Source: an optimization exercise on an open RTL-to-GDS flow (aim: small area, a short achievable clock period and few clock cycles per item). Production flows keep margins and buffers that such runs may drop. The RTL was checked by simulation tests, not by an equivalence proof against the original design. Power and IR drop assume default switching activity.

// cmp_decoder
module cmp_decoder (
    input  wire        clk,
    input  wire        rst,         
    input  wire [1:0]  cfg_fmt,     
    input  wire [1:0]  cfg_type,    
    input  wire        cfg_pred,
    input  wire [2:0]  cfg_e,
    input  wire [15:0] cfg_npix,
    input  wire [15:0] cfg_len,
    input  wire        in_valid,
    output reg         in_ready,
    input  wire [31:0] in_data,
    output reg         out_valid,
    input  wire        out_ready,
    output wire [15:0] out_pix,
    output wire        out_last,
    output wire [31:0] res_crc,
    output wire        res_err
);
Size in the first run: about 5500 cells after synthesis, about 420 flip-flops, about 0.035 mm2 of cells after synthesis.
clock: 24.0 ns
lec_check: 0
abc_area: 1
cap_margin: 20
core_margin: 2
core_utilization: 40
slew_margin: 20
tns_end_percent: 0
standard.sh (not shown) runs the stock make flow with config.mk's settings and CLKGATE_MAP_FILE= SYNTH_SCRIPT=/design/flow/synth_recipe.tcl, a recipe that flattens the netlist after the stock synthesis.
==> flow/flow/run.sh <==
#!/bin/bash
# Layout flow: the standard layout (standard.sh: ORFS from synthesis to
# the final layout, at the design's clock period and constraints, with the
# settings of config.mk) with these changes to how the layout is made:
#  - ADDER_MAP_FILE is empty, so synthesis leaves adders to ABC as plain
#    gates instead of extracting full/half adder cells, which ABC cannot
#    see through (the registers are unchanged);
#  - ORFS's setup repair over-fixes by SETUP_SLACK_MARGIN ns (on the worst
#    path only, TNS_END_PERCENT 0 in config.mk), so the layout ends with more
#    setup slack at the same clock period;
#  - the port buffers that ORFS adds on every input and output are buf_2.
# make's full output goes to standard.log; ORFS's own logs stay in orfs/logs.
set -euo pipefail
export ADDER_MAP_FILE=
export SETUP_SLACK_MARGIN=18
export BUFFER_PORTS_ARGS="-buffer_cell sky130_fd_sc_hd__buf_2"
bash standard.sh > standard.log 2>&1
Testbench counts at the start, summed over its fixed seeds: cycles 140,103, pixels 137,713.
Edit:
--- a/flow/design.v
+++ b/flow/design.v
@@ -173,27 +173,26 @@
     wire [42:0] rt1 = shamt[1] ? rt2[44:2]  : rt2[42:0];
     wire [39:0] win_nx = shamt[0] ? rt1[40:1] : rt1[39:0];
     wire        fits   = allin ||
                          ((nw == 2'd3) && (shamt <= 7'd56)) || ((nw == 2'd2) && (shamt <= 7'd24));
     wire [22:0] a_sum = add22(a_c, {6'd0, m});
     wire        halve = (n_c == 6'd63);
     wire [21:0] a_upd = halve ? a_sum[22:1] : a_sum[21:0];
     wire [5:0]  n_upd = halve ? 6'd32 : n_c + 6'd1;
     wire [1:0]  cls = (m == 16'd0) ? 2'd0 : (m <= 16'd2) ? 2'd1 : (m <= 16'd14) ? 2'd2 : 2'd3;
     wire acc   = in_valid && in_ready;
     wire first = acc && !busy;
-    wire wr    = in_ready && busy && (pl != 14'd0);    
-    wire store = wr && in_valid;
-    wire [31:0] v0 = (wr && nw == 2'd0) ? in_data : w0;
-    wire [31:0] v1 = (wr && nw == 2'd1) ? in_data : w1;
-    wire [31:0] v2 = (wr && nw == 2'd2) ? in_data : w2;
+    wire store = acc && busy && (pl != 14'd0);
+    wire [31:0] v0 = (store && nw == 2'd0) ? in_data : w0;
+    wire [31:0] v1 = (store && nw == 2'd1) ? in_data : w1;
+    wire [31:0] v2 = (store && nw == 2'd2) ? in_data : w2;
     wire [1:0]  nw_ins = nw + {1'b0, store};
     wire [1:0]  nw_nxt = (wc >= nw_ins) ? 2'd0 : nw_ins - wc;
     wire        len_le4   = (cfg_len[15:3] == 13'd0) && !(cfg_len[2] && (cfg_len[1:0] != 2'd0));
     wire        wl_ge2    = (wl[13:1] != 13'd0);
     wire        wl_ge3    = (wl[13:2] != 12'd0) || (wl[1:0] == 2'd3);
     wire        wl_nxt_nz = acc ? (wl_ge3 || ((wl == 14'd2) && wf))
                                 : (wl_ge2 || ((wl == 14'd1) && wf));
     wire        pl_nxt_nz = dec ? (pl != 14'd1) : (pl != 14'd0);
     wire        busy_nxt  = first || (busy && (wl_nxt_nz || pl_nxt_nz));
     wire        rfst   = (pidx == 2'd0);
     wire [15:0] half   = b10 ? 16'h0200 : b12 ? 16'h0800 : 16'h8000;
@@ -222,23 +221,31 @@
     end
     wire [31:0] crc_nx = crc_hi ^ crc_g16(ysh) ^ kw;
     wire        fin    = rv && rlast && !done;
     wire        crc_en = (deliver && !rlast) || fin;
     wire rv_nxt    = adv ? pv : rv;
     wire rlast_nxt = pop ? plast : rlast;
     wire done_nxt  = pop ? 1'b0 : (done || fin);
     wire out_valid_nxt = rv_nxt && (!rlast_nxt || done_nxt);
     wire pv_nxt    = pv ? (!pop || qv || dec) : dec;
     wire ready_free = !pv_nxt;
     always @(posedge clk) begin
-        begin
+        if (rst) begin
+            busy      <= 1'b0;
+            in_ready  <= 1'b0;
+            pv        <= 1'b0;
+            qv        <= 1'b0;
+            rv        <= 1'b0;
+            out_valid <= 1'b0;
+            done      <= 1'b0;
+        end else begin
             busy <= busy_nxt;
             win  <= win_nx;
             if (!busy) begin
                 if (in_ready) begin
                     fmt_r  <= cfg_fmt;
                     type_r <= cfg_type;
                     pred_r <= cfg_pred;
                     e_r    <= cfg_e;
                     lpad   <= 2'd0 - cfg_len[1:0];
                     wl     <= cfg_len[15:2];
                     wf     <= (cfg_len[1:0] != 2'd0);
@@ -306,22 +313,13 @@
                     rerr   <= perr;      
                     rfirst <= (pidx == 2'd0);
                     done   <= 1'b0;
                     cb     <= cbl;
                     u_r    <= 2'd0 - wv[2:1];
                 end
             end
             if (crc_en) crc <= crc_nx;
             if (fin) done <= 1'b1;
             out_valid <= out_valid_nxt;
         end
-        if (rst) begin
-            busy      <= 1'b0;
-            in_ready  <= 1'b0;
-            pv        <= 1'b0;
-            qv        <= 1'b0;
-            rv        <= 1'b0;
-            out_valid <= 1'b0;
-            done      <= 1'b0;
-        end
     end
 endmodule
=>
- cell area went up by 1.5%
- synthesized area went up by 0.97%
- power went up by 130%
- count of clock-buffer cells in the layout went down by 8
- global-route usage hardly moves
- sequential share of layout area went up by 5.3 points
- first-iteration DRC count went down by 3.2%
- routed wire length barely changes
- worst setup slack got worse by 130 ps
- critical path depth went down by 28
Testbench counts after the change, summed over its fixed seeds: cycles 140,103, pixels 137,713.

## port drivers added, routing unchanged
Ports are ideal in the flow. The routed layouts listed here were re-timed in OpenROAD.
Step 1: set_driving_cell puts a clkbuf_16 on clk and a buf_2 on each other input, an assumption about the parent block.
Step 2, shift: input delay + t, output delay - t, t = (earliest + latest rising clock arrival at the registers) / 2. This alone moves slack from input paths to output paths.
Three values: no drivers, after step 1, after step 2; two values: the first two.
| run | shift t [ns] | setup slack, ns | worst setup path at the end | latest minus earliest clock arrival (ns) |
|---|---|---|---|---|
| the first run | 0.699 | 17.874 / 17.818 / 17.447 | input to register | 0.048 / 0.048 |
| the second run | 0.675 | 17.746 / 17.777 / 17.122 | input to register | 0.041 / 0.040 |
After both steps setup and hold are still met in every run listed. The setup slack of the second run, which loses most, moves by +0.031 ns with the drivers and by -0.624 ns with both steps.
